Source: an optimization exercise on an open RTL-to-GDS flow (aim: small area and a short achievable clock period). Production flows keep margins and buffers that such runs may drop.
RTL that was checked went through simulation tests only; none was proved equivalent to the original.
Only the layout flow was run in runs 1 and 3 to 5; the RTL was not checked for function there.
No activity file was given, so power comes from the tool's default toggle rates.

==> design/flow/design.v <==
module map_xlate (
    input  wire        clk,
    input  wire        rst,             
    input  wire        cfg_we,
    input  wire [4:0]  cfg_addr,
    input  wire [63:0] cfg_wdata,
    input  wire        req_valid,
    input  wire [39:0] req_addr,
    input  wire        req_kt3,
    output reg         resp_valid,
    output reg  [4:0]  resp_column,
    output reg  [15:0] resp_row,
    output reg  [3:0]  resp_bank,
    output reg  [1:0]  resp_rank,
    output reg  [3:0]  resp_channel,
    output reg  [2:0]  resp_stack,
    output reg  [3:0]  resp_region,
    output reg         resp_unmapped
);
    localparam NREG  = 16;
    localparam NMASK = 13;
    localparam K     = 2;      
    integer n, j;
    reg        rg_mode  [0:NREG-1];
    reg [3:0]  rg_size  [0:NREG-1];    
    reg [9:0]  rg_base  [0:NREG-1];
    reg [9:1]  rg_rb    [0:NREG-1];
    reg        rg_rb0   [0:NREG-1];    
    reg        rg_lock  [0:NREG-1];
    reg [17:0] mk_mask  [0:NMASK-1];   
    reg        mk_lock  [0:NMASK-1];
    wire [3:0] d_size = cfg_wdata[7:4];
    wire [9:0] d_szm  = (10'd1 << d_size) - 10'd1;
    wire       d_wf   = (d_size <= 4'd10) && ((cfg_wdata[25:16] & d_szm) == 10'd0)
                                          && ((cfg_wdata[41:32] & d_szm) == 10'd0);
    wire [3:0] d_code = !cfg_wdata[0]    ? 4'd15 :
                        (d_size > 4'd10) ? 4'd10 : d_size;
    wire [3:0]  w_code = rst ? 4'd15  : d_code;
    wire [17:0] w_mask = rst ? 18'd0  : cfg_wdata[38:21];
    wire        w_lock = !rst && cfg_wdata[63];
    always @(posedge clk) begin
        for (n = 0; n < NREG; n = n + 1) begin
            if (rst || (cfg_we && cfg_addr == n && !rg_lock[n])) begin
                rg_mode[n]  <= cfg_wdata[1];
                rg_size[n]  <= w_code;
                rg_base[n]  <= cfg_wdata[25:16];
                rg_rb[n]    <= cfg_wdata[41:33];
                rg_lock[n]  <= w_lock;
            end
        end
        for (n = 0; n < NMASK; n = n + 1) begin
            if (rst || (cfg_we && cfg_addr == NREG + n && !mk_lock[n])) begin
                mk_mask[n] <= w_mask;
                mk_lock[n] <= w_lock;
            end
        end
    end
    reg        f_en;
    reg [3:0]  f_idx;
    reg        f_val;
    always @(posedge clk) begin
        f_en  <= cfg_we && !rst && !cfg_addr[4] && !rg_lock[cfg_addr[3:0]];
        f_idx <= cfg_addr[3:0];
        f_val <= cfg_wdata[32] | !d_wf;
        for (n = 0; n < NREG; n = n + 1) begin
            if (rst)
                rg_rb0[n] <= 1'b0;
            else if (f_en && f_idx == n)
                rg_rb0[n] <= f_val;
        end
    end
    reg [9:0] tm [0:NREG-1];
    always @* begin
        for (n = 0; n < NREG; n = n + 1)
            for (j = 0; j < 10; j = j + 1)
                tm[n][j] = (j < rg_size[n]);
    end
    wire [9:0] x0 = req_addr[38:29];
    reg [15:0] c0_d, z0_d;
    reg        c, z, dj;
    always @* begin
        for (n = 0; n < NREG; n = n + 1) begin
            c = 1'b1;
            z = 1'b1;
            for (j = 0; j < K; j = j + 1) begin
                dj = x0[j] ^ ~rg_base[n][j] ^ c;
                c  = (x0[j] & ~rg_base[n][j]) | ((x0[j] | ~rg_base[n][j]) & c);
                z  = z & (!dj | tm[n][j]);
            end
            c0_d[n] = c;
            z0_d[n] = z;
        end
    end
    reg        q_v;
    reg [39:5] q_a;
    reg        q_k;
    reg [15:0] q_c, q_z;
    always @(posedge clk) begin
        q_v <= req_valid & ~rst;
        q_a <= req_addr[39:5];
        q_k <= req_kt3;
        q_c <= c0_d;
        q_z <= z0_d;
    end
    wire [9:0] x1 = q_a[38:29];
    reg [15:0] hit_d;
    always @* begin
        for (n = 0; n < NREG; n = n + 1) begin
            c = q_c[n];
            z = q_z[n];
            for (j = K; j < 10; j = j + 1) begin
                dj = x1[j] ^ ~rg_base[n][j] ^ c;
                c  = (x1[j] & ~rg_base[n][j]) | ((x1[j] | ~rg_base[n][j]) & c);
                z  = z & (!dj | tm[n][j]);
            end
            hit_d[n] = (rg_size[n] != 4'd15) && c && z;
        end
    end
    reg        p_v;
    reg [39:5] p_a;
    reg        p_k;
    reg [15:0] hit;
    always @(posedge clk) begin
        p_v <= q_v & ~rst;
        p_a <= q_a;
        p_k <= q_k;
        hit <= hit_d;
    end
    reg        any, multi;
    reg        s_mode;
    reg [3:0]  s_size, s_reg;
    reg [9:0]  s_rb;
    always @* begin
        any = 1'b0; multi = 1'b0;
        s_mode = 1'b0; s_size = 4'd0; s_rb = 10'd0; s_reg = 4'd0;
        for (n = 0; n < NREG; n = n + 1) begin
            multi  = multi | (any & hit[n]);
            any    = any | hit[n];
            s_mode = s_mode | (hit[n] & rg_mode[n]);
            s_size = s_size | ({4{hit[n]}} & rg_size[n]);
            s_rb   = s_rb   | ({10{hit[n]}} & {rg_rb[n], rg_rb0[n]});
            s_reg  = s_reg  | ({4{hit[n]}} & n[3:0]);
        end
    end
    wire s_wf   = (s_size == 4'd0) || !s_rb[0];
    wire mapped = !p_a[39] && any && !multi && s_wf;
    reg [9:0] t;
    always @* for (j = 0; j < 10; j = j + 1) t[j] = (j < s_size);
    wire [17:0] a_m = p_a[38:21] & {18{~p_k}};
    reg  [12:0] selbits;
    always @* begin
        for (n = 0; n < NMASK; n = n + 1)
            selbits[n] = p_a[8 + n] ^ (p_k & p_a[23 + n]) ^ (^(a_m & mk_mask[n]));
    end
    wire [22:0] a_sh = p_a[38:16] >> s_size;
    wire [12:0] ord  = a_sh[12:0];
    wire [15:0] ra  = s_mode ? p_a[25:10] : p_a[38:23];
    wire [15:0] row = {(ra[15:6] & t) | s_rb, ra[5:0]};
    always @(posedge clk) begin
        resp_valid    <= p_v & ~rst;
        resp_unmapped <= !mapped;
        resp_region   <= mapped ? s_reg : 4'd0;
        resp_row      <= mapped ? row : 16'd0;
        resp_column   <= mapped ? (s_mode ? p_a[9:5] : {p_a[22:21], p_a[7:5]}) : 5'd0;
        resp_channel  <= mapped ? (s_mode ? ord[9:6]   : selbits[3:0])  : 4'd0;
        resp_stack    <= mapped ? (s_mode ? ord[12:10] : selbits[6:4])  : 3'd0;
        resp_bank     <= mapped ? (s_mode ? ord[3:0]   : selbits[10:7]) : 4'd0;
        resp_rank     <= mapped ? (s_mode ? ord[5:4]   : selbits[12:11]): 2'd0;
    end
endmodule
==> design/flow/flow/run.sh <==
#!/bin/bash
# Layout flow: the standard flow (standard.sh: the standard synthesis and
# ORFS steps) with two changes:
# - the buffers that ORFS puts on every input and output port are
#   sky130_fd_sc_hd__buf_4 instead of the slow delay cell (clkdlybuf4s50_1)
#   that buffer_ports picks by default; every port still gets its own buffer;
# - clock tree synthesis runs with ORFS's default arguments plus
#   -dont_use_dummy_load (no dead clock loads) and sinks clustered
#   by up to 30 within 100 um.
# The full output of the run goes to flow_standard.log here; each ORFS step
# keeps its own log under orfs/logs.
set -euo pipefail
bash standard.sh \
  "BUFFER_PORTS_ARGS=-buffer_cell sky130_fd_sc_hd__buf_4" \
  "CTS_ARGS=-sink_clustering_enable -repair_clock_nets -dont_use_dummy_load -sink_clustering_size 30 -sink_clustering_max_diameter 100" \
  finish > flow_standard.log 2>&1
==> design/flow/standard.sh <==
#!/bin/bash
# synth_recipe.tcl (not shown) runs the flow's synth.tcl, then flattens the netlist and writes it again
# the make line also repeats each setting of config.mk as NAME=value (left out here)
make -C /OpenROAD-flow-scripts/flow DESIGN_CONFIG=/design/flow/config.mk WORK_HOME=/design/flow/orfs CLKGATE_MAP_FILE= SYNTH_SCRIPT=/design/flow/synth_recipe.tcl "${@:-finish}"
==> design/flow/config.mk <==
export PLATFORM = sky130hd
export DESIGN_NAME = map_xlate
export DESIGN_NICKNAME = map_xlate
export VERILOG_FILES = /design/flow/design.v
export SDC_FILE = /design/flow/constraint.sdc
export NUM_CORES = 4
export LEC_CHECK = 0
export CAP_MARGIN = 20
export CORE_MARGIN = 2
export CORE_UTILIZATION = 55
export SLEW_MARGIN = 20
==> design/flow/constraint.sdc <==
create_clock -name core_clock -period 16.0 [get_ports {clk}]
set_input_delay 3.2000 -clock core_clock [delete_from_list [all_inputs] [get_ports {clk}]]
set_output_delay 3.2000 -clock core_clock [all_outputs]
set_load 0.01 [all_outputs]
==> results.txt, run 1 <==
number of synthesized flops with an enable pin 639; number of clock sinks seen by CTS 821; post-route DRC violation count 0; wire length per cell after detailed routing 27.01 um; hold buffer count at cts 0; Antenna Nets Post-Route 0; crit share post-route 30.37%; die area 0.06638 mm2; Sequential Area 0.02283 mm2; Final min period 4.859 ns; drt first-iter violations 2083; Yosys warnings 13; reg-to-reg slack, setup 11.95 ns; Worst Hold Launch q_a[28]; standby leakage power 13.99 nW; Rel. slew slack 27.34%; endpoint kind of the worst setup timing path flip-flop; IO Count 154; Primary FF master, synth edfxtp_1; Die Wd 257.6 um; achievable frequency 205.8 MHz; reported max-cap violation count 0; classification of the worst-slack hold path reg -> reg; TritonCTS clock tree yes; Final setup viols 0; Multi-input gate area 0.01173 mm2; peak supply drop 86.92 uV; sequential share of the synthesized area 64.53%; arrival time of the worst setup path 5.10 ns; port bufs 117; Syn Nets 2805; final net count 2919; proportion of netlist area held by the largest area contributor 54.23%; final number of hold-violating endpoints 0; overall power after layout 4.209 mW; top cells by count, synth 639 x edfxtp_1, 286 x nand2_1, 182 x dfxtp_1; cell type with the highest aggregate area in the netlist edfxtp_1; data required time of the critical path 16.24 ns; layout filler cell count 4935; number of different library cells in the post-synthesis netlist 63; number of buffers inserted by post-CTS setup repair 0; Worst-Margin Slew 1.085 ns; Final Max Tran Viols 0; Power per Cell Area 109.2 mW/mm2; global placer's final weighted congestion 0.8273; DIE HEIGHT 257.6 um; element type at the critical path start input port; Crit Path Max Fanout 25; startpoint of the most critical register-to-register path q_a[31]; largest net degree at the start of global routing 42; CTS H-tree depth 2; total overflow reported by the global router 0; CP Class in -> reg; buffers from clock root to sink, at most 3; proportion of layout cells with a drive suffix above 1 10.98%; number of flip-flops and latches in the synthesized netlist 821; latest clock arrival within the worst-skew pair 0.59 ns; via count 20730; RSZ-0062 raised after global routing no; combined global-route utilization of all metal layers 28.63%; post-CTS clock slew at the launch and capture registers of the worst setup and hold paths 0.11 ns; number of global-route vias before repair 20540; first-pass GRT wire length 137300 um; summed instance area of the synthesized netlist 0.03538 mm2; DP HPWL 59320 um; leading post-synthesis cells by cell area edfxtp_1 54%, dfxtp_1 10%, fa_1 7.7%; average via count per standard cell 5.922; antenna violations before repair 2; Setup TNS Final 0 ns; layout overhead on the synthesized area 8.961%; clock tree root buffer cell clkbuf_16; share of flip-flops with an asynchronous set or reset after synthesis 0%; row count 92; Post-Syn Instances 2538; result of the run timing/DRC/antenna clean; area inside the core boundary 0.06331 mm2; Setup Skew 0.06665 ns; Worst Setup SP cfg_addr[4]; most used standard cell by instance count after synthesis edfxtp_1; average footprint of a synthesized cell 13.94 um2; initial standard-cell utilization of the core 55.89%; total length of routed wires 94520 um; drt pass-1 iters 6; number of CTS-inserted buffers 34; Gates resized, CTS repair 0
-- sequential cells by signal, indices dropped and copies added (netlist names), 35 cells and up --
| name | flops |
|---|---|
| mk_mask | 234 |
| p_a | 35 |
| q_a | 35 |
| rg_base | 152 |
| rg_rb | 144 |
| rg_size | 64 |
-- area by class of cell --
type,instances,area share (%)
antenna,4,0.02596
clock buffer,34,2.207
inverter,167,1.626
multi-input combinational,1437,30.44
sequential,821,59.23
tap,846,2.746
timing repair buffer,191,3.729
-- stage by stage --
step | util [%] | hold slack, ns | area [um2] | setup WS [ns] | instances
floorplan | - | 0.3096 | 35380 | 9.015 | 2538
global placement | 59.50 | 0.3095 | 37670 | 10.56 | 3461
detailed placement | 59.51 | 0.3121 | 37670 | 10.57 | 3461
CTS | 60.85 | 0.3328 | 38530 | 11.18 | 3495
global route | 60.88 | 0.3379 | 38540 | 11.02 | 3497
finish | 60.89 | 0.3309 | 38550 | 11.14 | 3500
-- layer usage --
layer | global-route usage [%] | vias up | routed length (um)
li1 | - | 9231 | -
met1 | 39.17 | 10660 | 38690
met2 | 49.70 | 731 | 47860
met3 | 2.856 | 103 | 5803
met4 | 6.952 | 0 | 2165
met5 | 0 | - | 0
-- report_power, final --
group / switching, mW / internal [mW]
registers: 0.0597 / 2.43
clock network: 0.613 / 0.386
logic: 0.455 / 0.269
total: 1.13 / 3.08
-- worst paths after layout --
| check | end | depth (start not counted) |
|---|---|---|
| max | rg_base[0][7] | 5 |
| min | p_a[28] | 0 |
| max reg2reg | hit[11] | 15 |
| min reg2reg | p_a[28] | 0 |
-- cell families (layout without fill, tap and decap cells) --
| logic type | count (synthesis) | after routing | share of synthesized area [%] |
|---|---|---|---|
| mux | 91 | 91 | 2.642 |
| flops | 821 | 821 | 64.53 |
| fa+ha+maj | 153 | 153 | 8.296 |
| buf+inv | 280 | 392 | 3.324 |
| xor+xnor | 238 | 238 | 5.930 |
| compound gates | 380 | 380 | 7.964 |
| other cells | 0 | 4 | 0 |
| simple gates | 575 | 575 | 7.313 |
-- placed cells by master (no fill, tap or decap), drive strengths merged, types with 8 or more instances in the layout --
| master | count |
|---|---|
| a2111oi | 16 |
| a211o | 15 |
| a21o | 17 |
| a21oi | 52 |
| a221oi | 46 |
| a22o | 51 |
| a22oi | 65 |
| buf | 191 |
| clkbuf | 34 |
| dfxtp | 182 |
| edfxtp | 639 |
| fa | 136 |
| ha | 17 |
| inv | 167 |
| mux2 | 9 |
| mux2i | 81 |
| nand2 | 286 |
| nand2b | 9 |
| nand3 | 13 |
| nand3b | 20 |
| nand4 | 27 |
| nor2 | 113 |
| nor2b | 41 |
| nor3 | 41 |
| o211ai | 8 |
| o21ai | 55 |
| o31ai | 18 |
| o41ai | 14 |
| xnor2 | 172 |
| xor2 | 65 |
-- critical path: stages --
cell,delay [ns]
buf_4,0.12
nand2b_1,0.43
or3_1,0.61
o41ai_2,0.26
buf_4,0.43
==> run 2: changes to the inputs <==
--- a/design/flow/design.v
+++ b/design/flow/design.v
@@ -19,7 +19,7 @@
 );
     localparam NREG  = 16;
     localparam NMASK = 13;
-    localparam K     = 2;      
+    localparam K     = 3;      
     integer n, j;
     reg        rg_mode  [0:NREG-1];
     reg [3:0]  rg_size  [0:NREG-1];    
@@ -104,16 +104,17 @@
     end
     wire [9:0] x1 = q_a[38:29];
     reg [15:0] hit_d;
+    reg        c1, z1, dj1;
     always @* begin
         for (n = 0; n < NREG; n = n + 1) begin
-            c = q_c[n];
-            z = q_z[n];
+            c1 = q_c[n];
+            z1 = q_z[n];
             for (j = K; j < 10; j = j + 1) begin
-                dj = x1[j] ^ ~rg_base[n][j] ^ c;
-                c  = (x1[j] & ~rg_base[n][j]) | ((x1[j] | ~rg_base[n][j]) & c);
-                z  = z & (!dj | tm[n][j]);
+                dj1 = x1[j] ^ ~rg_base[n][j] ^ c1;
+                c1 = (x1[j] & ~rg_base[n][j]) | ((x1[j] | ~rg_base[n][j]) & c1);
+                z1 = z1 & (!dj1 | tm[n][j]);
             end
-            hit_d[n] = (rg_size[n] != 4'd15) && c && z;
+            hit_d[n] = (rg_size[n] != 4'd15) && c1 && z1;
         end
     end
     reg        p_v;
==> design/flow/flow/run.sh (replaced) <==
#!/bin/bash
# Layout flow: the standard flow (standard.sh: the standard synthesis and
# ORFS steps) with two changes:
# - the buffers that ORFS puts on every input and output port are
#   sky130_fd_sc_hd__buf_4 instead of the slow delay cell (clkdlybuf4s50_1)
#   that buffer_ports picks by default; every port still gets its own buffer;
# - clock tree synthesis runs with ORFS's default arguments plus
#   -dont_use_dummy_load, so no dead clock loads are added.
# The full output of the run goes to flow_standard.log here; each ORFS step
# keeps its own log under orfs/logs.
set -euo pipefail
bash standard.sh \
  "BUFFER_PORTS_ARGS=-buffer_cell sky130_fd_sc_hd__buf_4" \
  "CTS_ARGS=-sink_clustering_enable -repair_clock_nets -dont_use_dummy_load" \
  finish > flow_standard.log 2>&1
--- a/design/flow/config.mk
+++ b/design/flow/config.mk
@@ -8,4 +8,4 @@
 export CAP_MARGIN = 20
 export CORE_MARGIN = 2
 export CORE_UTILIZATION = 55
-export SLEW_MARGIN = 20
+export SLEW_MARGIN = 55
==> run 2 against run 1 <==
Still clean on timing, DRC and antenna. Via count up 3.0%. First-iteration DRC count up 27%. Synthesized cell count down 2.7%. Clock power up 68%. Fmax up 5.3%. Synthesized area up 0.13%. Combinational power up 3%. Total power up 17%. Register-to-register slack about the same. Final cell count up 0.11%. Sequential cell count up 10. Sequential power about the same. Critical endpoint is now rg_rb[13][1]. Largest cell class unchanged.
==> results.txt, run 2 <==
result of the run timing/DRC/antenna clean (unchanged); Rel. slew slack 52.89% (was 27.34%); Reg with most FFs mk_mask (unchanged); crit share post-route 28.83% (was 30.37%); Yosys warnings 10 (was 13); classification of the worst-slack hold path reg -> reg (unchanged); proportion of layout cells with a drive suffix above 1 13.91% (was 10.98%); DIE HEIGHT 257.8 um (was 257.6 um); post-route worst setup slack 11.39 ns (was 11.14 ns); buffers from clock root to sink, at most 3 (unchanged); final net count 2923 (was 2919); combined global-route utilization of all metal layers 29.42% (was 28.63%); TritonCTS clock tree yes (unchanged); global placer's final weighted congestion 0.8735 (was 0.8273); average via count per standard cell 6.091 (was 5.922); drt first-iter violations 2655 (was 2083); arrival time of the worst setup path 4.87 ns (was 5.10 ns); Crit Path Max Fanout 10 (was 25); Post-Syn Instances 2469 (was 2538); number of synthesized flops with an enable pin 647 (was 639); area inside the core boundary 0.06412 mm2 (was 0.06331 mm2); reported max-cap violation count 0 (unchanged); number of flip-flops and latches in the synthesized netlist 831 (was 821); standby leakage power 14.39 nW (was 13.99 nW); most frequent cells in the layout 647 x edfxtp_1, 284 x nand2_1, 200 x buf_4 (was 639 x edfxtp_1, 286 x nand2_1, 190 x buf_4); die area 0.06646 mm2 (was 0.06638 mm2); Final setup viols 0 (unchanged); max reg flops 234 (unchanged); total overflow reported by the global router 0 (unchanged); number of different library cells in the post-synthesis netlist 60 (was 63); latest clock arrival within the worst-skew pair 0.64 ns (was 0.59 ns); Setup TNS Final 0 ns (unchanged); proportion of netlist area held by the largest area contributor 54.84% (was 54.23%); Syn Nets 2744 (was 2805); wire length per cell after detailed routing 27.45 um (was 27.01 um); post-route DRC violation count 0 (unchanged); Setup Skew 0.06433 ns (was 0.06665 ns); number of buffers inserted by post-CTS setup repair 0 (unchanged); clock tree root buffer cell clkbuf_16 (unchanged); data required time of the critical path 16.26 ns (was 16.24 ns); first-pass GRT wire length 141000 um (was 137300 um); total length of routed wires 96190 um (was 94520 um); IO Count 154 (unchanged); port bufs 117 (unchanged); row count 93 (was 92); achievable frequency 216.8 MHz (was 205.8 MHz); antenna violations before repair 3 (was 2); Final min period 4.613 ns (was 4.859 ns); most used standard cell by instance count after synthesis edfxtp_1 (unchanged); leading post-synthesis cells by cell area edfxtp_1 55%, dfxtp_1 10%, fa_1 8.1% (was edfxtp_1 54%, dfxtp_1 10%, fa_1 7.7%); peak supply drop 84.86 uV (was 86.92 uV); Worst-Margin Slew 0.7016 ns (was 1.085 ns); Gates resized, CTS repair 0 (unchanged); share of flip-flops with an asynchronous set or reset after synthesis 0% (unchanged); post-CTS clock slew at the launch and capture registers of the worst setup and hold paths 0.05 ns (was 0.11 ns); CP Class in -> reg (unchanged); average footprint of a synthesized cell 14.35 um2 (was 13.94 um2); Antenna Nets Post-Route 0 (unchanged); number of CTS-inserted buffers 86 (was 34); final number of hold-violating endpoints 0 (unchanged); Final Max Tran Viols 0 (unchanged); number of global-route vias before repair 21290 (was 20540); sequential share of the synthesized area 65.24% (was 64.53%); Hold Worst Slack 0.3202 ns (was 0.3309 ns); initial standard-cell utilization of the core 55.26% (was 55.89%); cell type with the highest aggregate area in the netlist edfxtp_1 (unchanged); DP HPWL 57360 um (was 59320 um); summed instance area of the synthesized netlist 0.03543 mm2 (was 0.03538 mm2); via count 21340 (was 20730); CTS H-tree depth 3 (was 2); Primary FF master, synth edfxtp_1 (unchanged); endpoint kind of the worst setup timing path flip-flop (unchanged); top cells by count, synth 647 x edfxtp_1, 288 x nand2_1, 184 x dfxtp_1 (was 639 x edfxtp_1, 286 x nand2_1, 182 x dfxtp_1); Power per Cell Area 122.8 mW/mm2 (was 109.2 mW/mm2); RSZ-0062 raised after global routing no (unchanged); largest net degree at the start of global routing 46 (was 42); Die Wd 257.8 um (was 257.6 um); layout overhead on the synthesized area 13.61% (was 8.961%); largest registers mk_mask x234, rg_base x160, rg_rb x144 (was mk_mask x234, rg_base x152, rg_rb x144); dpl ws 10.83 ns (was 10.57 ns); commonest non-fill, non-tap cell in the layout edfxtp_1 (unchanged); hold buffer count at cts 0 (unchanged); drt pass-1 iters 5 (was 6); element type at the critical path start input port (unchanged); number of clock sinks seen by CTS 831 (was 821)
==> run 2: where the power goes <==
group	switching, mW	leakage, nW	total [mW]	internal, mW
clock network	0.741	1.06	1.68	0.939
registers	0.0584	7.94	2.52	2.46
logic	0.456	5.40	0.743	0.287
==> run 2: critical path, cell delays in order <==
cell     delay, ns
buf_4         0.11
nor2b_1       0.33
nand3_1       0.38
o31ai_4       0.32
buf_4         0.23
buf_4         0.28
==> run 2: metrics by stage <==
stage | instance area, um2 | std cells | util, % | total power, mW
6_report | 40250 | 3504 | 62.78 | 4.941
5_1_grt | 40240 | 3501 | 62.77 | 5.120
4_1_cts | 40190 | 3498 | 62.68 | 4.963
3_5_place_dp | 38040 | 3412 | 59.33 | 3.295
3_3_place_gp | 37830 | 3402 | 59.00 | 3.269
2_1_floorplan | 35430 | 2469 | - | 3.008
==> run 2: area by class of cell <==
class / count / area [um2]
antenna: 3 / 7.507
clock buffer: 86 / 2152
fill: 4774 / 23860
inverter: 65 / 246.5
multi-input combinational: 1460 / 12110
sequential: 831 / 23110
tap: 855 / 1070
timing repair buffer: 204 / 1554
==> run 2: cells by family after synthesis <==
family	after synthesis	share of synthesized area, %
mux	106	3.023
fa+ha+maj	164	8.822
flops	831	65.24
buf+inv	178	1.946
xor+xnor	225	5.796
compound gates	378	7.745
simple gates	587	7.431
==> run 2: path summary, 6_finish.rpt <==
path,startpoint,endpoint,slack [ns],cells after the start
max,cfg_we,rg_rb[13][1],11.39,6
min,q_a[17],p_a[17],0.32,0
max reg2reg,q_a[32],hit[8],11.96,11
min reg2reg,q_a[17],p_a[17],0.32,0
==> run 2: routing by layer <==
layer  global-route usage (%)  wire length, um  vias up  share of wire, %
met2                    45.12            43460      989                45
met1                    44.39            41730    10900                43
met5                        0               13        -             0.014
li1                         -                -     9304                 -
met4                    7.964             2170        2               2.3
met3                    4.397             8818      146               9.2
==> run 3: changes to the inputs <==
--- a/design/flow/design.v
+++ b/design/flow/design.v
@@ -19,54 +19,58 @@
 );
     localparam NREG  = 16;
     localparam NMASK = 13;
-    localparam K     = 3;      
+    localparam K     = 2;      
     integer n, j;
     reg        rg_mode  [0:NREG-1];
     reg [3:0]  rg_size  [0:NREG-1];    
     reg [9:0]  rg_base  [0:NREG-1];
-    reg [9:1]  rg_rb    [0:NREG-1];
-    reg        rg_rb0   [0:NREG-1];    
+    reg [9:0]  rg_rb    [0:NREG-1];
     reg        rg_lock  [0:NREG-1];
     reg [17:0] mk_mask  [0:NMASK-1];   
     reg        mk_lock  [0:NMASK-1];
-    wire [3:0] d_size = cfg_wdata[7:4];
-    wire [9:0] d_szm  = (10'd1 << d_size) - 10'd1;
-    wire       d_wf   = (d_size <= 4'd10) && ((cfg_wdata[25:16] & d_szm) == 10'd0)
-                                          && ((cfg_wdata[41:32] & d_szm) == 10'd0);
-    wire [3:0] d_code = !cfg_wdata[0]    ? 4'd15 :
-                        (d_size > 4'd10) ? 4'd10 : d_size;
-    wire [3:0]  w_code = rst ? 4'd15  : d_code;
-    wire [17:0] w_mask = rst ? 18'd0  : cfg_wdata[38:21];
-    wire        w_lock = !rst && cfg_wdata[63];
+    wire [3:0] w_size = cfg_wdata[7:4];
+    wire [3:0] w_code = rst             ? 4'd15 :
+                        !cfg_wdata[0]   ? 4'd15 :
+                        (w_size > 4'd10) ? 4'd10 : w_size;
+    wire       w_lock = !rst && cfg_wdata[63];
+    wire       acc = cfg_we && (cfg_addr[4] ? !mk_lock[cfg_addr[3:0]] : !rg_lock[cfg_addr[3:0]]);
     always @(posedge clk) begin
         for (n = 0; n < NREG; n = n + 1) begin
             if (rst || (cfg_we && cfg_addr == n && !rg_lock[n])) begin
-                rg_mode[n]  <= cfg_wdata[1];
-                rg_size[n]  <= w_code;
-                rg_base[n]  <= cfg_wdata[25:16];
-                rg_rb[n]    <= cfg_wdata[41:33];
-                rg_lock[n]  <= w_lock;
+                rg_size[n]      <= w_code;
+                rg_base[n][1:0] <= cfg_wdata[17:16];
+                rg_lock[n]      <= w_lock;
             end
         end
         for (n = 0; n < NMASK; n = n + 1) begin
-            if (rst || (cfg_we && cfg_addr == NREG + n && !mk_lock[n])) begin
-                mk_mask[n] <= w_mask;
+            if (rst || (cfg_we && cfg_addr == NREG + n && !mk_lock[n]))
                 mk_lock[n] <= w_lock;
+        end
+    end
+    reg        c_rst, c_acc;
+    reg [4:0]  c_addr;
+    reg [63:0] c_d;                    
+    always @(posedge clk) begin
+        c_rst  <= rst;
+        c_acc  <= acc && !rst;
+        c_addr <= cfg_addr;
+        c_d    <= cfg_wdata;
+    end
+    wire [3:0] c_size = c_d[7:4];
+    wire [9:0] c_szm  = (10'd1 << c_size) - 10'd1;
+    wire       c_wf   = (c_size <= 4'd10) && ((c_d[25:16] & c_szm) == 10'd0)
+                                          && ((c_d[41:32] & c_szm) == 10'd0);
+    always @(posedge clk) begin
+        for (n = 0; n < NREG; n = n + 1) begin
+            if (c_acc && c_addr == n) begin
+                rg_mode[n]      <= c_d[1];
+                rg_base[n][9:2] <= c_d[25:18];
+                rg_rb[n]        <= {c_d[41:33], c_d[32] | !c_wf};
             end
         end
-    end
-    reg        f_en;
-    reg [3:0]  f_idx;
-    reg        f_val;
-    always @(posedge clk) begin
-        f_en  <= cfg_we && !rst && !cfg_addr[4] && !rg_lock[cfg_addr[3:0]];
-        f_idx <= cfg_addr[3:0];
-        f_val <= cfg_wdata[32] | !d_wf;
-        for (n = 0; n < NREG; n = n + 1) begin
-            if (rst)
-                rg_rb0[n] <= 1'b0;
-            else if (f_en && f_idx == n)
-                rg_rb0[n] <= f_val;
+        for (n = 0; n < NMASK; n = n + 1) begin
+            if (c_rst || (c_acc && c_addr == NREG + n))
+                mk_mask[n] <= c_rst ? 18'd0 : c_d[38:21];
         end
     end
     reg [9:0] tm [0:NREG-1];
@@ -104,17 +108,16 @@
     end
     wire [9:0] x1 = q_a[38:29];
     reg [15:0] hit_d;
-    reg        c1, z1, dj1;
     always @* begin
         for (n = 0; n < NREG; n = n + 1) begin
-            c1 = q_c[n];
-            z1 = q_z[n];
+            c = q_c[n];
+            z = q_z[n];
             for (j = K; j < 10; j = j + 1) begin
-                dj1 = x1[j] ^ ~rg_base[n][j] ^ c1;
-                c1 = (x1[j] & ~rg_base[n][j]) | ((x1[j] | ~rg_base[n][j]) & c1);
-                z1 = z1 & (!dj1 | tm[n][j]);
+                dj = x1[j] ^ ~rg_base[n][j] ^ c;
+                c  = (x1[j] & ~rg_base[n][j]) | ((x1[j] | ~rg_base[n][j]) & c);
+                z  = z & (!dj | tm[n][j]);
             end
-            hit_d[n] = (rg_size[n] != 4'd15) && c1 && z1;
+            hit_d[n] = (rg_size[n] != 4'd15) && c && z;
         end
     end
     reg        p_v;
@@ -139,7 +142,7 @@
             any    = any | hit[n];
             s_mode = s_mode | (hit[n] & rg_mode[n]);
             s_size = s_size | ({4{hit[n]}} & rg_size[n]);
-            s_rb   = s_rb   | ({10{hit[n]}} & {rg_rb[n], rg_rb0[n]});
+            s_rb   = s_rb   | ({10{hit[n]}} & rg_rb[n]);
             s_reg  = s_reg  | ({4{hit[n]}} & n[3:0]);
         end
     end
--- a/design/flow/config.mk
+++ b/design/flow/config.mk
@@ -8,4 +8,4 @@
 export CAP_MARGIN = 20
 export CORE_MARGIN = 2
 export CORE_UTILIZATION = 55
-export SLEW_MARGIN = 55
+export SLEW_MARGIN = 20
==> run 3 against run 2 <==
Critical path type unchanged. Core utilization down 0.068 points. Clock power up 2%. Clock skew up 0.0031 ns.
==> results.txt, run 3 <==
data required time of the critical path 16.21 ns (was 16.26 ns); Final setup viols 0 (unchanged); Setup Skew 0.06745 ns (was 0.06433 ns); DIE HEIGHT 260.3 um (was 257.8 um); layout filler cell count 4909 (was 4774); result of the run timing/DRC/antenna clean (unchanged); clock tree root buffer cell clkbuf_16 (unchanged); peak supply drop 92.16 uV (was 84.86 uV); Setup TNS Final 0 ns (unchanged); Final Max Tran Viols 0 (unchanged); RSZ-0062 raised after global routing no (unchanged); global placer's final weighted congestion 0.8494 (was 0.8735); row count 93 (unchanged); top cells by count, synth 655 x edfxtp_1, 283 x nand2_1, 198 x dfxtp_1 (was 647 x edfxtp_1, 288 x nand2_1, 184 x dfxtp_1); CTS H-tree depth 3 (unchanged); number of global-route vias before repair 21310 (was 21290); standby leakage power 14.75 nW (was 14.39 nW); Antenna Nets Post-Route 0 (unchanged); number of clock sinks seen by CTS 853 (was 831); leading post-synthesis cells by cell area edfxtp_1 54%, dfxtp_1 11%, fa_1 7.5% (was edfxtp_1 55%, dfxtp_1 10%, fa_1 8.1%); TritonCTS clock tree yes (unchanged); Gates resized, CTS repair 0 (unchanged); total length of routed wires 98260 um (was 96190 um); most used standard cell by instance count after synthesis edfxtp_1 (unchanged); final number of hold-violating endpoints 0 (unchanged); cell type with the highest aggregate area in the netlist edfxtp_1 (unchanged); Sequential Area 0.02363 mm2 (was 0.02311 mm2); number of CTS-inserted buffers 88 (was 86); crit share post-route 29.63% (was 28.83%); reg-to-reg slack, setup 11.91 ns (was 11.96 ns); final core area utilization 62.71% (was 62.78%); Multi-input gate area 0.01156 mm2 (was 0.01211 mm2); commonest non-fill, non-tap cell in the layout edfxtp_1 (unchanged); Crit Path Max Fanout 17 (was 10); most frequent cells in the layout 655 x edfxtp_1, 283 x nand2_1, 198 x dfxtp_1 (was 647 x edfxtp_1, 284 x nand2_1, 200 x buf_4); DP HPWL 61230 um (was 57360 um); proportion of layout cells with a drive suffix above 1 12.88% (was 13.91%); largest net degree at the start of global routing 46 (unchanged); latest clock arrival within the worst-skew pair 0.64 ns (about the same); first-pass GRT wire length 141900 um (was 141000 um); initial standard-cell utilization of the core 55.83% (was 55.26%); hold buffer count at cts 0 (unchanged); summed instance area of the synthesized netlist 0.03612 mm2 (was 0.03543 mm2); number of different library cells in the post-synthesis netlist 57 (was 60); n_diodes 0 (was 3); number of buffers inserted by post-CTS setup repair 0 (unchanged); via count 21620 (was 21340); Post-Syn Instances 2577 (was 2469); Syn Nets 2844 (was 2744); Worst-Margin Slew 1.190 ns (was 0.7016 ns); Final min period 4.741 ns (was 4.613 ns); average via count per standard cell 5.986 (was 6.091); Primary FF master, synth edfxtp_1 (unchanged); area inside the core boundary 0.06470 mm2 (was 0.06412 mm2); Reg with most FFs mk_mask (unchanged); wire length per cell after detailed routing 27.20 um (was 27.45 um); proportion of netlist area held by the largest area contributor 54.45% (was 54.84%); element type at the critical path start input port (unchanged); Rel. slew slack 20.34% (was 52.89%); number of synthesized flops with an enable pin 655 (was 647); antenna violations before repair 3 (unchanged); combined global-route utilization of all metal layers 29.40% (was 29.42%); drt pass-1 iters 8 (was 5); Die Wd 260.3 um (was 257.8 um); max reg flops 234 (unchanged); post-route DRC violation count 0 (unchanged); CP Class in -> reg (unchanged); Power per Cell Area 122.1 mW/mm2 (was 122.8 mW/mm2); IO Count 154 (unchanged); drt first-iter violations 2173 (was 2655); reported max-cap violation count 0 (unchanged); largest registers mk_mask x234, rg_rb x160, rg_base x152 (was mk_mask x234, rg_base x160, rg_rb x144); sequential share of the synthesized area 65.43% (was 65.24%); classification of the worst-slack hold path reg -> reg (unchanged); average footprint of a synthesized cell 14.02 um2 (was 14.35 um2); final net count 3026 (was 2923); total overflow reported by the global router 0 (unchanged); port bufs 117 (unchanged); achievable frequency 210.9 MHz (was 216.8 MHz); endpoint kind of the worst setup timing path flip-flop (unchanged); Yosys warnings 12 (was 10); number of flip-flops and latches in the synthesized netlist 853 (was 831); arrival time of the worst setup path 4.95 ns (was 4.87 ns); share of flip-flops with an asynchronous set or reset after synthesis 0% (unchanged); layout overhead on the synthesized area 12.33% (was 13.61%); post-CTS clock slew at the launch and capture registers of the worst setup and hold paths 0.06 ns (was 0.05 ns); buffers from clock root to sink, at most 3 (unchanged); die area 0.06774 mm2 (was 0.06646 mm2)
[run 3: layout make-up]
cell class / count / area share (%)
inverters: 168 / 1.554
multi-input cells: 1451 / 28.49
flip-flops and latches: 853 / 58.25
clock buffers: 88 / 5.428
well taps: 855 / 2.637
repair buffers: 197 / 3.645
[run 3: path summary, 6_finish.rpt]
kind,from,end,cells past startpoint
max,cfg_addr[3],rg_lock[2],4
min,q_a[17],p_a[17],0
max reg2reg,q_a[31],hit[3],15
min reg2reg,q_a[17],p_a[17],0
[run 3: metrics by stage]
stage / cells / power [mW] / hold slack (ns) / cell area (um2) / worst slack (ns)
2_1_floorplan: 2577 / 3.015 / 0.3096 / 36120 / 11.03
3_3_place_gp: 3524 / 3.261 / 0.3100 / 38350 / 10.65
3_5_place_dp: 3524 / 3.276 / 0.3121 / 38360 / 10.50
4_1_cts: 3612 / 4.979 / 0.3151 / 40560 / 11.12
5_1_grt: 3612 / 5.117 / 0.3212 / 40570 / 11.18
6_report: 3612 / 4.952 / 0.3122 / 40570 / 11.26
[run 3: kinds of logic after synthesis]
kind of cell,Yosys count,synth area share (%)
xor gates and xnor gates,229,5.705
and+or+nand+nor,600,7.469
DFF,853,65.43
AOI/OAI and AO/OA,369,7.420
adders and majority gates,154,8.154
muxes,99,2.771
buffers and inverters,273,3.052
[run 3: critical path, stage by stage]
cell	delay (ns)
buf_4	0.18
nor2_1	0.43
nand2_1	0.28
o31ai_2	0.86
[run 3: per-layer routing]
layer  share of wire, %  global-route usage [%]  wire length, um
met5              0.061                       0               60
met4                3.1                   9.079             3029
met3                7.1                   4.759             6961
met2                 49                   49.24            48170
met1                 41                   39.76            40030
[run 3: where the power goes]
group | switching [mW] | internal [mW]
clock | 0.763 | 0.961
sequential | 0.0572 | 2.49
combinational | 0.411 | 0.267
==> run 4: changes to the inputs <==
--- a/design/flow/design.v
+++ b/design/flow/design.v
@@ -23,7 +23,7 @@
     integer n, j;
     reg        rg_mode  [0:NREG-1];
     reg [3:0]  rg_size  [0:NREG-1];    
-    reg [9:0]  rg_base  [0:NREG-1];
+    reg [9:0]  rg_nb    [0:NREG-1];    
     reg [9:0]  rg_rb    [0:NREG-1];
     reg        rg_lock  [0:NREG-1];
     reg [17:0] mk_mask  [0:NMASK-1];   
@@ -38,7 +38,7 @@
         for (n = 0; n < NREG; n = n + 1) begin
             if (rst || (cfg_we && cfg_addr == n && !rg_lock[n])) begin
                 rg_size[n]      <= w_code;
-                rg_base[n][1:0] <= cfg_wdata[17:16];
+                rg_nb[n][1:0]   <= ~cfg_wdata[17:16];
                 rg_lock[n]      <= w_lock;
             end
         end
@@ -64,7 +64,7 @@
         for (n = 0; n < NREG; n = n + 1) begin
             if (c_acc && c_addr == n) begin
                 rg_mode[n]      <= c_d[1];
-                rg_base[n][9:2] <= c_d[25:18];
+                rg_nb[n][9:2]   <= ~c_d[25:18];
                 rg_rb[n]        <= {c_d[41:33], c_d[32] | !c_wf};
             end
         end
@@ -87,8 +87,8 @@
             c = 1'b1;
             z = 1'b1;
             for (j = 0; j < K; j = j + 1) begin
-                dj = x0[j] ^ ~rg_base[n][j] ^ c;
-                c  = (x0[j] & ~rg_base[n][j]) | ((x0[j] | ~rg_base[n][j]) & c);
+                dj = x0[j] ^ rg_nb[n][j] ^ c;
+                c  = (x0[j] & rg_nb[n][j]) | ((x0[j] | rg_nb[n][j]) & c);
                 z  = z & (!dj | tm[n][j]);
             end
             c0_d[n] = c;
@@ -108,25 +108,26 @@
     end
     wire [9:0] x1 = q_a[38:29];
     reg [15:0] hit_d;
+    reg        c1, z1, dj1;
     always @* begin
         for (n = 0; n < NREG; n = n + 1) begin
-            c = q_c[n];
-            z = q_z[n];
+            c1 = q_c[n];
+            z1 = q_z[n];
             for (j = K; j < 10; j = j + 1) begin
-                dj = x1[j] ^ ~rg_base[n][j] ^ c;
-                c  = (x1[j] & ~rg_base[n][j]) | ((x1[j] | ~rg_base[n][j]) & c);
-                z  = z & (!dj | tm[n][j]);
+                dj1 = x1[j] ^ rg_nb[n][j] ^ c1;
+                c1 = (x1[j] & rg_nb[n][j]) | ((x1[j] | rg_nb[n][j]) & c1);
+                z1 = z1 & (!dj1 | tm[n][j]);
             end
-            hit_d[n] = (rg_size[n] != 4'd15) && c && z;
+            hit_d[n] = !q_a[39] && (rg_size[n] != 4'd15) && c1 && z1;
         end
     end
     reg        p_v;
-    reg [39:5] p_a;
+    reg [38:5] p_a;
     reg        p_k;
     reg [15:0] hit;
     always @(posedge clk) begin
         p_v <= q_v & ~rst;
-        p_a <= q_a;
+        p_a <= q_a[38:5];
         p_k <= q_k;
         hit <= hit_d;
     end
@@ -147,7 +148,7 @@
         end
     end
     wire s_wf   = (s_size == 4'd0) || !s_rb[0];
-    wire mapped = !p_a[39] && any && !multi && s_wf;
+    wire mapped = any && !multi && s_wf;      
     reg [9:0] t;
     always @* for (j = 0; j < 10; j = j + 1) t[j] = (j < s_size);
     wire [17:0] a_m = p_a[38:21] & {18{~p_k}};
--- a/design/flow/config.mk
+++ b/design/flow/config.mk
@@ -8,4 +8,4 @@
 export CAP_MARGIN = 20
 export CORE_MARGIN = 2
 export CORE_UTILIZATION = 55
-export SLEW_MARGIN = 20
+export SLEW_MARGIN = 60
==> run 4 against run 3 <==
Final cell count is 3.7% higher. Synthesized area is 2.4% higher. Sequential cell count is 9 higher. Combinational power is 25% higher.
==> results.txt, run 4 <==
Worst Hold Depth 0 (unchanged); die area 0.06935 mm2 (was 0.06774 mm2); reported max-cap violation count 0 (unchanged); classification of the worst-slack hold path reg -> reg (unchanged); leading post-synthesis cells by cell area edfxtp_1 54%, dfxtp_1 11%, fa_1 7.8% (was edfxtp_1 54%, dfxtp_1 11%, fa_1 7.5%); standby leakage power 15.67 nW (was 14.75 nW); Setup Skew 0.07069 ns (was 0.06745 ns); top cells by count, synth 663 x edfxtp_1, 295 x nand2_1, 219 x inv_1 (was 655 x edfxtp_1, 283 x nand2_1, 198 x dfxtp_1); power share of the combinational group 16.3% (was 13.7%); dpl ws 10.93 ns (was 10.50 ns); buffers from clock root to sink, at most 3 (unchanged); drt pass-1 iters 5 (was 8); IO Count 154 (unchanged); post-CTS clock slew at the launch and capture registers of the worst setup and hold paths 0.05 ns (was 0.06 ns); via count 22500 (was 21620); CTS H-tree depth 3 (unchanged); row count 95 (was 93); Final Max Tran Viols 0 (unchanged); peak supply drop 141.6 uV (was 92.16 uV); DP HPWL 64650 um (was 61230 um); number of synthesized flops with an enable pin 663 (was 655); Rel. slew slack 60.19% (was 20.34%); adder-cell share of the synthesized area 8.422% (was 8.154%); Worst-Margin Slew 0.5959 ns (was 1.190 ns); wire length per cell after detailed routing 27.49 um (was 27.20 um); Setup TNS Final 0 ns (unchanged); Die Wd 263.3 um (was 260.3 um); initial standard-cell utilization of the core 55.28% (was 55.83%); synthesized-area fraction occupied by ao, oa, aoi and oai cells 7.837% (was 7.420%); sequential share of the synthesized area 64.59% (was 65.43%); element type at the critical path start input port (unchanged); max reg flops 234 (unchanged); number of flip-flops and latches in the synthesized netlist 862 (was 853); number of different library cells in the post-synthesis netlist 62 (was 57); final core area utilization 62.96% (was 62.71%); Yosys warnings 9 (was 12); final number of hold-violating endpoints 0 (unchanged); summed instance area of the synthesized netlist 0.03699 mm2 (was 0.03612 mm2); area share of and/or/nand/nor cells after synthesis 6.917% (was 7.468%); Crit Path Max Fanout 14 (was 17); drt first-iter violations 2345 (was 2173); clock tree root buffer cell clkbuf_16 (unchanged); layout overhead on the synthesized area 13.90% (was 12.33%); multiplexer share of the synthesized area 3.139% (was 2.771%); largest registers mk_mask x234, rg_nb x160, rg_rb x160 (was mk_mask x234, rg_rb x160, rg_base x152); Final min period 4.495 ns (was 4.741 ns); Clk pwr share 33.6% (was 34.8%); area inside the core boundary 0.06692 mm2 (was 0.06470 mm2); number of buffers inserted by post-CTS setup repair 0 (unchanged); Sw Pwr 1.336 mW (was 1.232 mW); WHS Endpoint p_a[24] (was p_a[17]); share of flip-flops with an asynchronous set or reset after synthesis 0% (unchanged); DIE HEIGHT 263.3 um (was 260.3 um); commonest non-fill, non-tap cell in the layout edfxtp_1 (unchanged); depth of the worst register-to-register path 15 (unchanged); synthesized-area fraction occupied by xor and xnor cells 5.550% (was 5.705%); first-pass GRT wire length 150400 um (was 141900 um); cell type with the highest aggregate area in the netlist edfxtp_1 (unchanged); Primary FF master, synth edfxtp_1 (unchanged); reg-to-reg slack, setup 11.81 ns (was 11.91 ns); arrival time of the worst setup path 5.04 ns (was 4.95 ns); total overflow reported by the global router 0 (unchanged); port bufs 117 (unchanged); total length of routed wires 103000 um (was 98260 um); sw frac 25.70% (was 24.88%); RSZ-0062 raised after global routing no (unchanged); startpoint of the most critical register-to-register path q_a[31] (unchanged); Worst Hold Launch q_a[24] (was q_a[17]); result of the run timing/DRC/antenna clean (unchanged); sequential fraction of design power 50.1% (was 51.5%); crit share post-route 28.09% (was 29.63%); CP Class in -> reg (unchanged); number of global-route vias before repair 22510 (was 21310); number of CTS-inserted buffers 89 (was 88); antenna violations before repair 4 (was 3); latest clock arrival within the worst-skew pair 0.65 ns (was 0.64 ns); Syn Nets 2946 (was 2844); average footprint of a synthesized cell 13.85 um2 (was 14.02 um2); endpoint kind of the worst setup timing path flip-flop (unchanged); most frequent cells in the layout 663 x edfxtp_1, 293 x nand2_1, 207 x inv_1 (was 655 x edfxtp_1, 283 x nand2_1, 198 x dfxtp_1); layout filler cell count 5038 (was 4909); TritonCTS clock tree yes (unchanged); hold buffer count at cts 0 (unchanged); final net count 3150 (was 3026); proportion of layout cells with a drive suffix above 1 15.11% (was 12.88%); average via count per standard cell 6.004 (was 5.986); achievable frequency 222.5 MHz (was 210.9 MHz); number of clock sinks seen by CTS 862 (was 853); Power per Cell Area 123.4 mW/mm2 (was 122.1 mW/mm2); global placer's final weighted congestion 0.8511 (was 0.8494); post-route DRC violation count 0 (unchanged); largest net degree at the start of global routing 44 (was 46); Reg-to-Reg End hit[15] (was hit[3]); Gates resized, CTS repair 0 (unchanged); overall power after layout 5.199 mW (was 4.952 mW); Antenna Nets Post-Route 0 (unchanged); Internal 3.862 mW (was 3.720 mW); Final setup viols 0 (unchanged); data required time of the critical path 16.54 ns (was 16.21 ns); combined global-route utilization of all metal layers 30.11% (was 29.40%); dominant combinational cell family by area after synthesis adder cells (unchanged); most used standard cell by instance count after synthesis edfxtp_1 (unchanged); Reg with most FFs mk_mask (unchanged); proportion of netlist area held by the largest area contributor 53.82% (was 54.45%); Post-Syn Instances 2671 (was 2577); post-route worst setup slack 11.51 ns (was 11.26 ns)
run 4: cell types whose count changed after synthesis, moves of 16 or more:
cell and change:
inv_1 +51, nor2_1 -34, a22oi_1 -33, o21ai_0 +30, o41ai_1 +17, a2111oi_0 -16
clkbuf_1 +16, mux2i_1 +16, nand3b_1 -16
run 4: final cells by class:
cell class                 count  area (um2)  area share [%]
tap                          873        1092           2.593
multi-input combinational   1475       12190           28.93
timing repair buffer         227        1863           4.422
inverter                     220       847.1           2.010
clock buffer                  89        2227           5.286
sequential                   862       23910           56.75
antenna                        1       2.502        0.005939
run 4: layer usage:
metal	vias up	GRT usage, %	routed length, um	share of wire, %
li1	9850	-	-	-
met1	11440	42.67	43120	42
met2	1039	48.78	49030	48
met3	159	4.602	8246	8.0
met4	4	8.726	2593	2.5
met5	-	0	18	0.017
run 4: kinds of logic (layout without fill, tap and decap cells):
group           count (synthesis)  after routing
xor+xnor                      225            225
simple gates                  571            571
other cells                     0              1
flops                         862            862
compound gates                402            402
mux                           114            114
fa+ha+maj                     163            163
buf+inv                       334            536
run 4: metrics by stage:
step / cell area (um2) / hold WS [ns] / cells
detailed placement: 39740 / 0.3121 / 3646
finish: 42130 / 0.3237 / 3747
global placement: 39280 / 0.3104 / 3629
global route: 42130 / 0.3307 / 3746
floorplan: 36990 / 0.3096 / 2671
CTS: 41970 / 0.3247 / 3735
run 4: worst max-delay path by stage:
stage                startpoint             end  slack [ns]  cells after the start
floorplan           cfg_addr[2]      rg_lock[4]       10.94                      4
CTS                 cfg_addr[2]           c_acc       11.57                      7
global placement    cfg_addr[4]  rg_size[15][0]       10.55                      4
global route        cfg_addr[2]           c_acc       11.35                      7
detailed placement  cfg_addr[2]           c_acc       10.93                      7
finish              cfg_addr[2]           c_acc       11.51                      7
run 4: power by group through the flow:
| stage | sequential [mW] | combinational [mW] | clock (mW) |
|---|---|---|---|
| final | 2.61 | 0.848 | 1.74 |
| after global routing | 2.62 | 0.913 | 1.86 |
| after CTS | 2.61 | 0.844 | 1.77 |
| after detailed placement | 2.65 | 0.841 | 0 |
| after global placement | 2.65 | 0.814 | 0 |
| after floorplan | 2.64 | 0.522 | 0 |
run 4: critical path, stage by stage:
cell and delay (ns):
buf_4 0.17, nand2b_1 0.44, nor2_1 0.16, a222oi_1 0.36, nand4_1 0.13, a211oi_1 0.30
o2111a_1 0.27
==> run 5: changes to the inputs <==
==> design/flow/flow/run.sh (replaced) <==
#!/bin/bash
# Layout flow: the standard flow (standard.sh: the standard synthesis and
# ORFS steps) with two changes:
# - the buffers that ORFS puts on every input and output port are
#   sky130_fd_sc_hd__buf_4 instead of the slow delay cell (clkdlybuf4s50_1)
#   that buffer_ports picks by default; every port still gets its own buffer;
# - clock tree synthesis runs with ORFS's default arguments plus
#   -dont_use_dummy_load (no dead clock loads) and sinks clustered
#   by up to 20 within 80 um.
# The full output of the run goes to flow_standard.log here; each ORFS step
# keeps its own log under orfs/logs.
set -euo pipefail
bash standard.sh \
  "BUFFER_PORTS_ARGS=-buffer_cell sky130_fd_sc_hd__buf_4" \
  "CTS_ARGS=-sink_clustering_enable -repair_clock_nets -dont_use_dummy_load -sink_clustering_size 20 -sink_clustering_max_diameter 80" \
  finish > flow_standard.log 2>&1
==> run 5 against run 4 <==
Design area is 2.3% lower. Total power is 9.9% lower. Core utilization is 1.5 points lower. Still clean on timing, DRC and antenna. Highest routed layer unchanged. Fmax is 0.81% lower. Sequential share of layout area is 1.3 points higher. Register-to-register slack worse by 0.04 ns. Wire length is 0.87% lower. Setup slack worse by 0.037 ns. Synthesized area stayed put.
==> results.txt, run 5 <==
largest net degree at the start of global routing 44 (unchanged); CP Class in -> reg (unchanged); average footprint of a synthesized cell 13.85 um2 (unchanged); crit share post-route 28.32% (was 28.09%); dominant delay contributor by cell family on the critical path compound AO/OA/AOI/OAI gates (unchanged); sequence of cells on the critical path buf_4 > nand2b_1 > nor2_1 > a222oi_1 > nand4_1 > a211oi_1 > o2111a_1 (unchanged); Reg with most FFs mk_mask (unchanged); clock tree root buffer cell clkbuf_16 (unchanged); Gates resized, CTS repair 0 (unchanged); CP bufs+invs 1 (unchanged); RSZ-0062 raised after global routing no (unchanged); sequential fraction of design power 55.5% (was 50.1%); power share of the combinational group 18.1% (was 16.3%); data required time of the critical path 16.52 ns (was 16.54 ns); max reg flops 234 (unchanged); summed instance area of the synthesized netlist 0.03699 mm2 (unchanged); depth of the worst register-to-register path 15 (unchanged); Post-Syn Instances 2671 (unchanged); Sw Pwr 1.246 mW (was 1.336 mW); die area 0.06935 mm2 (unchanged); proportion of layout cells with a drive suffix above 1 13.93% (was 15.11%); peak supply drop 87.37 uV (was 141.6 uV); Primary FF master, synth edfxtp_1 (unchanged); antenna violations before repair 4 (unchanged); TritonCTS clock tree yes (unchanged); post-CTS clock slew at the launch and capture registers of the worst setup and hold paths 0.08 ns (was 0.05 ns); DP HPWL 64650 um (unchanged); number of flip-flops and latches in the synthesized netlist 862 (unchanged); Setup Skew 0.08925 ns (was 0.07069 ns); number of different library cells in the post-synthesis netlist 62 (unchanged); initial standard-cell utilization of the core 55.28% (unchanged); cell type with the highest aggregate area in the netlist edfxtp_1 (unchanged); total overflow reported by the global router 0 (unchanged); number of global-route vias before repair 22170 (was 22510); share of flip-flops with an asynchronous set or reset after synthesis 0% (unchanged); final net count 3112 (was 3150); Die Wd 263.3 um (unchanged); latest clock arrival within the worst-skew pair 0.66 ns (was 0.65 ns); Worst-Margin Slew 0.5883 ns (was 0.5959 ns); Syn Nets 2946 (unchanged); Final setup viols 0 (unchanged); final number of hold-violating endpoints 0 (unchanged); proportion of netlist area held by the largest area contributor 53.82% (unchanged); placed instance count 3646 (unchanged); standby leakage power 15.20 nW (was 15.67 nW); DR top layer met5 (unchanged); met2 routed WL 48460 um (was 49030 um); Hold Worst Slack 0.3238 ns (was 0.3237 ns); DIE HEIGHT 263.3 um (unchanged); number of clock sinks seen by CTS 862 (unchanged); hold buffer count at cts 0 (unchanged); element type at the critical path start input port (unchanged); classification of the worst-slack hold path reg -> reg (unchanged); Final Max Tran Viols 0 (unchanged); Internal 3.439 mW (was 3.862 mW); Clk pwr share 26.4% (was 33.6%); achievable frequency 220.7 MHz (was 222.5 MHz); wire length on met3 7911 um (was 8246 um); Antenna Nets Post-Route 0 (unchanged); filler-free cell count of the finished design 3708 (was 3747); buffers from clock root to sink, at most 3 (unchanged); final core area utilization 61.51% (was 62.96%); port bufs 117 (unchanged); leading post-synthesis cells by cell area edfxtp_1 54%, dfxtp_1 11%, fa_1 7.8% (unchanged); reported max-cap violation count 0 (unchanged); CTS H-tree depth 2 (was 3); n_diodes 0 (was 1); wire length on met1 42890 um (was 43120 um); Crit Path Max Fanout 14 (unchanged); sequential share of the synthesized area 64.59% (unchanged); arrival time of the worst setup path 5.06 ns (was 5.04 ns); critical path depth in cells 7 (unchanged); endpoint kind of the worst setup timing path flip-flop (unchanged); top cells by count, synth 663 x edfxtp_1, 295 x nand2_1, 219 x inv_1 (unchanged); global placer's final weighted congestion 0.8511 (unchanged); Yosys warnings 9 (unchanged); most used standard cell by instance count after synthesis edfxtp_1 (unchanged); via count 22230 (was 22500); area inside the core boundary 0.06692 mm2 (unchanged); most frequent cells in the layout 663 x edfxtp_1, 293 x nand2_1, 207 x inv_1 (unchanged); Rel. slew slack 59.66% (was 60.19%); commonest non-fill, non-tap cell in the layout edfxtp_1 (unchanged); Worst Hold Depth 0 (unchanged); number of buffers inserted by post-CTS setup repair 0 (unchanged); post-route DRC violation count 0 (unchanged); number of CTS-inserted buffers 50 (was 89); drt pass-1 iters 7 (was 5); Worst path slowest cell nand2b_1 (unchanged); wire length per cell after detailed routing 27.54 um (was 27.49 um); total length of routed wires 102100 um (was 103000 um); Final min period 4.531 ns (was 4.495 ns); Power per Cell Area 113.8 mW/mm2 (was 123.4 mW/mm2); result of the run timing/DRC/antenna clean (unchanged); first-pass GRT wire length 149000 um (was 150400 um); drt first-iter violations 2496 (was 2345); sw frac 26.59% (was 25.70%); largest registers mk_mask x234, rg_nb x160, rg_rb x160 (unchanged); layout overhead on the synthesized area 11.27% (was 13.90%); combined global-route utilization of all metal layers 29.74% (was 30.11%); IO Count 154 (unchanged); row count 95 (unchanged); peak per-stage delay on the critical path 0.45 ns (was 0.44 ns); average via count per standard cell 5.996 (was 6.004); number of synthesized flops with an enable pin 663 (unchanged); Setup TNS Final 0 ns (unchanged)
[run 5: worst reg2reg max path: stages (launching register included)]
cell and delay (ns):
dfxtp_1 0.41, inv_4 0.23, fa_1 0.54, fa_1 0.38, inv_1 0.07, fa_1 0.17, fa_1 0.16, inv_1 0.05
fa_1 0.38, fa_1 0.37, inv_1 0.08, fa_1 0.18, fa_1 0.41, a21oi_1 0.19, a41oi_1 0.14, nor4_1 0.34
[run 5: layout make-up]
class                   instances  area (um2)
flip-flops and latches        862       23910
clock buffers                  50        1251
inverters                     220       847.1
fillers                      5126       25760
repair buffers                228        1874
multi-input cells            1475       12190
well taps                     873        1092
[run 5: kinds of logic (layout without fill, tap and decap cells)]
group	after synthesis	count (layout)	synth area share, %
compound gates	402	402	7.837
buf+inv	334	498	3.545
xor+xnor	225	225	5.550
mux	114	114	3.139
simple gates	571	571	6.917
flops	862	862	64.59
fa+ha+maj	163	163	8.422
[run 5: through the flow]
stage	area, um2	total power, mW	worst slack [ns]
6_report	41160	4.685	11.47
5_1_grt	41160	4.858	11.31
4_1_cts	40990	4.706	11.53
3_5_place_dp	39740	3.492	10.93
3_3_place_gp	39280	3.461	10.55
2_1_floorplan	36990	3.165	10.94
[run 5: power by group through the flow]
stage	Clock (mW)	Combinational, mW	Sequential, mW
2_1_floorplan	0	0.522	2.64
3_3_place_gp	0	0.814	2.65
3_5_place_dp	0	0.841	2.65
4_1_cts	1.26	0.845	2.60
5_1_grt	1.33	0.913	2.61
6_report	1.24	0.846	2.60
[run 5: worst paths after layout]
kind                                 to         from  slack (ns)
worst max-delay path              c_acc  cfg_addr[2]       11.47
worst min register to register  p_a[12]      q_a[12]        0.32
worst min-delay path            p_a[12]      q_a[12]        0.32
worst max register to register  hit[15]      q_a[31]       11.77
[run 5: metal layers]
layer | vias to the layer above | track usage, %
met5 | - | 0
met4 | 2 | 8.355
li1 | 9780 | -
met3 | 142 | 3.910
met2 | 949 | 48.29
met1 | 11360 | 42.61
==> run 6: changes to the inputs <==
--- a/design/flow/design.v
+++ b/design/flow/design.v
@@ -33,27 +33,35 @@
                         !cfg_wdata[0]   ? 4'd15 :
                         (w_size > 4'd10) ? 4'd10 : w_size;
     wire       w_lock = !rst && cfg_wdata[63];
-    wire       acc = cfg_we && (cfg_addr[4] ? !mk_lock[cfg_addr[3:0]] : !rg_lock[cfg_addr[3:0]]);
+    reg [NREG-1:0]  en_r;
+    reg [NMASK-1:0] en_m;
+    always @* begin
+        for (n = 0; n < NREG; n = n + 1)
+            en_r[n] = cfg_we && cfg_addr == n && !rg_lock[n];
+        for (n = 0; n < NMASK; n = n + 1)
+            en_m[n] = cfg_we && cfg_addr == NREG + n && !mk_lock[n];
+    end
     always @(posedge clk) begin
         for (n = 0; n < NREG; n = n + 1) begin
-            if (rst || (cfg_we && cfg_addr == n && !rg_lock[n])) begin
+            if (rst || en_r[n]) begin
                 rg_size[n]      <= w_code;
                 rg_nb[n][1:0]   <= ~cfg_wdata[17:16];
                 rg_lock[n]      <= w_lock;
             end
         end
         for (n = 0; n < NMASK; n = n + 1) begin
-            if (rst || (cfg_we && cfg_addr == NREG + n && !mk_lock[n]))
+            if (rst || en_m[n])
                 mk_lock[n] <= w_lock;
         end
     end
-    reg        c_rst, c_acc;
-    reg [4:0]  c_addr;
-    reg [63:0] c_d;                    
+    reg                 c_rst;
+    reg [NREG-1:0]      c_en_r;
+    reg [NMASK-1:0]     c_en_m;
+    reg [63:0]          c_d;           
     always @(posedge clk) begin
         c_rst  <= rst;
-        c_acc  <= acc && !rst;
-        c_addr <= cfg_addr;
+        c_en_r <= rst ? {NREG{1'b0}}  : en_r;
+        c_en_m <= rst ? {NMASK{1'b0}} : en_m;
         c_d    <= cfg_wdata;
     end
     wire [3:0] c_size = c_d[7:4];
@@ -62,14 +70,14 @@
                                           && ((c_d[41:32] & c_szm) == 10'd0);
     always @(posedge clk) begin
         for (n = 0; n < NREG; n = n + 1) begin
-            if (c_acc && c_addr == n) begin
+            if (c_en_r[n]) begin
                 rg_mode[n]      <= c_d[1];
                 rg_nb[n][9:2]   <= ~c_d[25:18];
                 rg_rb[n]        <= {c_d[41:33], c_d[32] | !c_wf};
             end
         end
         for (n = 0; n < NMASK; n = n + 1) begin
-            if (c_rst || (c_acc && c_addr == NREG + n))
+            if (c_rst || c_en_m[n])
                 mk_mask[n] <= c_rst ? 18'd0 : c_d[38:21];
         end
     end
--- a/design/flow/config.mk
+++ b/design/flow/config.mk
@@ -8,4 +8,4 @@
 export CAP_MARGIN = 20
 export CORE_MARGIN = 2
 export CORE_UTILIZATION = 55
-export SLEW_MARGIN = 60
+export SLEW_MARGIN = 45
==> run 6 against run 5 <==
Still clean on timing, DRC and antenna. Clock skew shrank 0.025 ns. Register-to-register slack gained 0.18 ns. Sequential share of layout area grew 1.7 points. Critical path depth shrank 6. Non-clock buffer count shrank 43. Via count shrank 2.8%. Core utilization shrank 0.82 points. Final cell count shrank 0.49%. Design area shrank 0.99%. Sequential cell count grew 23. Critical endpoint is now resp_region[0]. Largest power group unchanged.
==> results.txt, run 6 <==
result of the run timing/DRC/antenna clean (unchanged); TritonCTS clock tree yes (unchanged); row count 95 (unchanged); average via count per standard cell 5.858 (was 5.996); reg-to-reg slack, setup 11.95 ns (was 11.77 ns); IO Count 154 (unchanged); latest clock arrival within the worst-skew pair 0.65 ns (was 0.66 ns); leading post-synthesis cells by cell area edfxtp_1 53%, dfxtp_1 12%, fa_1 7.7% (was edfxtp_1 54%, dfxtp_1 11%, fa_1 7.8%); most frequent cells in the layout 663 x edfxtp_1, 287 x nand2_1, 212 x dfxtp_1 (was 663 x edfxtp_1, 293 x nand2_1, 207 x inv_1); top cells by count, synth 663 x edfxtp_1, 289 x nand2_1, 222 x dfxtp_1 (was 663 x edfxtp_1, 295 x nand2_1, 219 x inv_1); final number of hold-violating endpoints 0 (unchanged); Gates resized, CTS repair 0 (unchanged); number of buffers inserted by post-CTS setup repair 0 (unchanged); cell type with the highest aggregate area in the netlist edfxtp_1 (unchanged); Antenna Nets Post-Route 0 (unchanged); max reg flops 234 (unchanged); CP Class reg -> out (was in -> reg); Crit Path Max Fanout 1 (was 14); number of clock sinks seen by CTS 885 (was 862); filler-free cell count of the finished design 3690 (was 3708); summed instance area of the synthesized netlist 0.03726 mm2 (was 0.03699 mm2); Final Max Tran Viols 0 (unchanged); element type at the critical path start flip-flop (was input port); RSZ-0062 raised after global routing no (unchanged); data required time of the critical path 12.80 ns (was 16.52 ns); peak supply drop 95.50 uV (was 87.37 uV); reported max-cap violation count 0 (unchanged); total length of routed wires 99910 um (was 102100 um); first-pass GRT wire length 144400 um (was 149000 um); largest net degree at the start of global routing 40 (was 44); antenna violations before repair 0 (was 4); Hold Worst Slack 0.3009 ns (was 0.3238 ns); proportion of netlist area held by the largest area contributor 53.43% (was 53.82%); dominant delay contributor by cell family on the critical path flip-flops (was compound AO/OA/AOI/OAI gates); Die Wd 264.3 um (was 263.3 um); largest registers mk_mask x234, rg_nb x160, rg_rb x160 (unchanged); classification of the worst-slack hold path reg -> reg (unchanged); drt first-iter violations 2066 (was 2496); Final setup viols 0 (unchanged); number of synthesized flops with an enable pin 663 (unchanged); Yosys warnings 9 (unchanged); number of different library cells in the post-synthesis netlist 59 (was 62); via count 21620 (was 22230); CP bufs+invs 1 (unchanged); DP HPWL 61760 um (was 64650 um); wire length per cell after detailed routing 27.08 um (was 27.54 um); number of flip-flops and latches in the synthesized netlist 885 (was 862); initial standard-cell utilization of the core 55.49% (was 55.28%); Final min period 4.292 ns (was 4.531 ns); number of global-route vias before repair 21300 (was 22170); Setup TNS Final 0 ns (unchanged); peak per-stage delay on the critical path 0.31 ns (was 0.45 ns); port bufs 117 (unchanged); sequence of cells on the critical path buf_4 (was buf_4 > nand2b_1 > nor2_1 > a222oi_1 > nand4_1 > a211oi_1 > o2111a_1); Worst-Margin Slew 0.7073 ns (was 0.5883 ns); Post-Syn Instances 2688 (was 2671); post-CTS clock slew at the launch and capture registers of the worst setup and hold paths 0.09 ns (was 0.08 ns); post-route DRC violation count 0 (unchanged); Power per Cell Area 113.6 mW/mm2 (was 113.8 mW/mm2); most used standard cell by instance count after synthesis edfxtp_1 (unchanged); drt pass-1 iters 5 (was 7); achievable frequency 233.0 MHz (was 220.7 MHz); hold buffer count at cts 0 (unchanged); total overflow reported by the global router 0 (unchanged); standby leakage power 15.15 nW (was 15.20 nW); share of flip-flops with an asynchronous set or reset after synthesis 0% (unchanged); final net count 3093 (was 3112); die area 0.06985 mm2 (was 0.06935 mm2); Syn Nets 2963 (was 2946); commonest non-fill, non-tap cell in the layout edfxtp_1 (unchanged); layout overhead on the synthesized area 9.371% (was 11.27%); CTS H-tree depth 2 (unchanged); placed instance count 3638 (was 3646); Primary FF master, synth edfxtp_1 (unchanged); number of CTS-inserted buffers 51 (was 50); proportion of layout cells with a drive suffix above 1 12.14% (was 13.93%); endpoint kind of the worst setup timing path output port (was flip-flop); sequential share of the synthesized area 65.35% (was 64.59%); Setup Skew 0.06394 ns (was 0.08925 ns); area inside the core boundary 0.06716 mm2 (was 0.06692 mm2); combined global-route utilization of all metal layers 28.89% (was 29.74%); DIE HEIGHT 264.3 um (was 263.3 um); Reg with most FFs mk_mask (unchanged); Worst path slowest cell dfxtp_1 (was nand2b_1); buffers from clock root to sink, at most 3 (unchanged); average footprint of a synthesized cell 13.86 um2 (was 13.85 um2); global placer's final weighted congestion 0.8620 (was 0.8511); arrival time of the worst setup path 1.09 ns (was 5.06 ns); Rel. slew slack 52.67% (was 59.66%); crit share post-route 26.83% (was 28.32%); clock tree root buffer cell clkbuf_16 (unchanged)
[run 6: cell types whose count changed after synthesis, sizes merged, moves of 8 or more]
cell	previous run	this run
a21o	20	47
dfxtp	199	222
mux2i	107	65
nor3	43	79
o31ai	24	16
o41ai	23	0
or2	4	14
xor2	44	60
[run 6: layout make-up]
class                      count  area, um2
antenna                        1      2.502
sequential                   885      24370
multi-input combinational   1479      11790
timing repair buffer         185       1404
inverter                     216      820.8
clock buffer                  51       1276
tap                          873       1092
fill                        5191      26400
[run 6: kinds of logic after synthesis]
kind of cell,share of synthesized area (%)
DFF,65.35
and+or+nand+nor,7.756
AOI/OAI and AO/OA,7.364
buffers and inverters,3.452
xor gates and xnor gates,5.691
adders and majority gates,8.334
muxes,2.048
[run 6: stage by stage]
stage          worst slack [ns]  utilization, %  total power [mW]  cell area [um2]
3_3_place_gp              10.77           58.52             3.392            39300
5_1_grt                   11.62           60.68             4.791            40750
3_5_place_dp              11.09           58.78             3.417            39470
6_report                  11.71           60.69             4.630            40760
2_1_floorplan             11.40               -             3.133            37260
4_1_cts                   11.68           60.68             4.657            40750
[run 6: final timing paths]
| path | cells past startpoint | to | from |
|---|---|---|---|
| worst max-delay path | 1 | resp_region[0] | resp_region[0] |
| worst max register to register | 14 | hit[11] | q_a[31] |
| worst min register to register | 0 | p_a[5] | q_a[5] |
| worst min-delay path | 0 | p_a[5] | q_a[5] |
[run 6: routing by layer]
metal	track usage (%)	up-vias	share of wire, %
li1	-	9674	-
met1	37.83	11010	40
met2	50.37	787	51
met3	3.542	149	6.3
met4	9.337	0	3.2
met5	0	-	0
[run 6: where the power goes]
part / internal (mW) / switching [mW]
registers: 2.58 / 0.0614
clock network: 0.565 / 0.705
logic: 0.292 / 0.431
total: 3.43 / 1.20

Re-timed with assumed drivers on the ports (clkbuf_16 on the clock, buf_2 on other inputs), run 6 has 11.644 ns of setup slack against 11.708 ns with ideal ports, and 11.069 ns once port delays also move by the mid clock arrival of 0.679 ns.
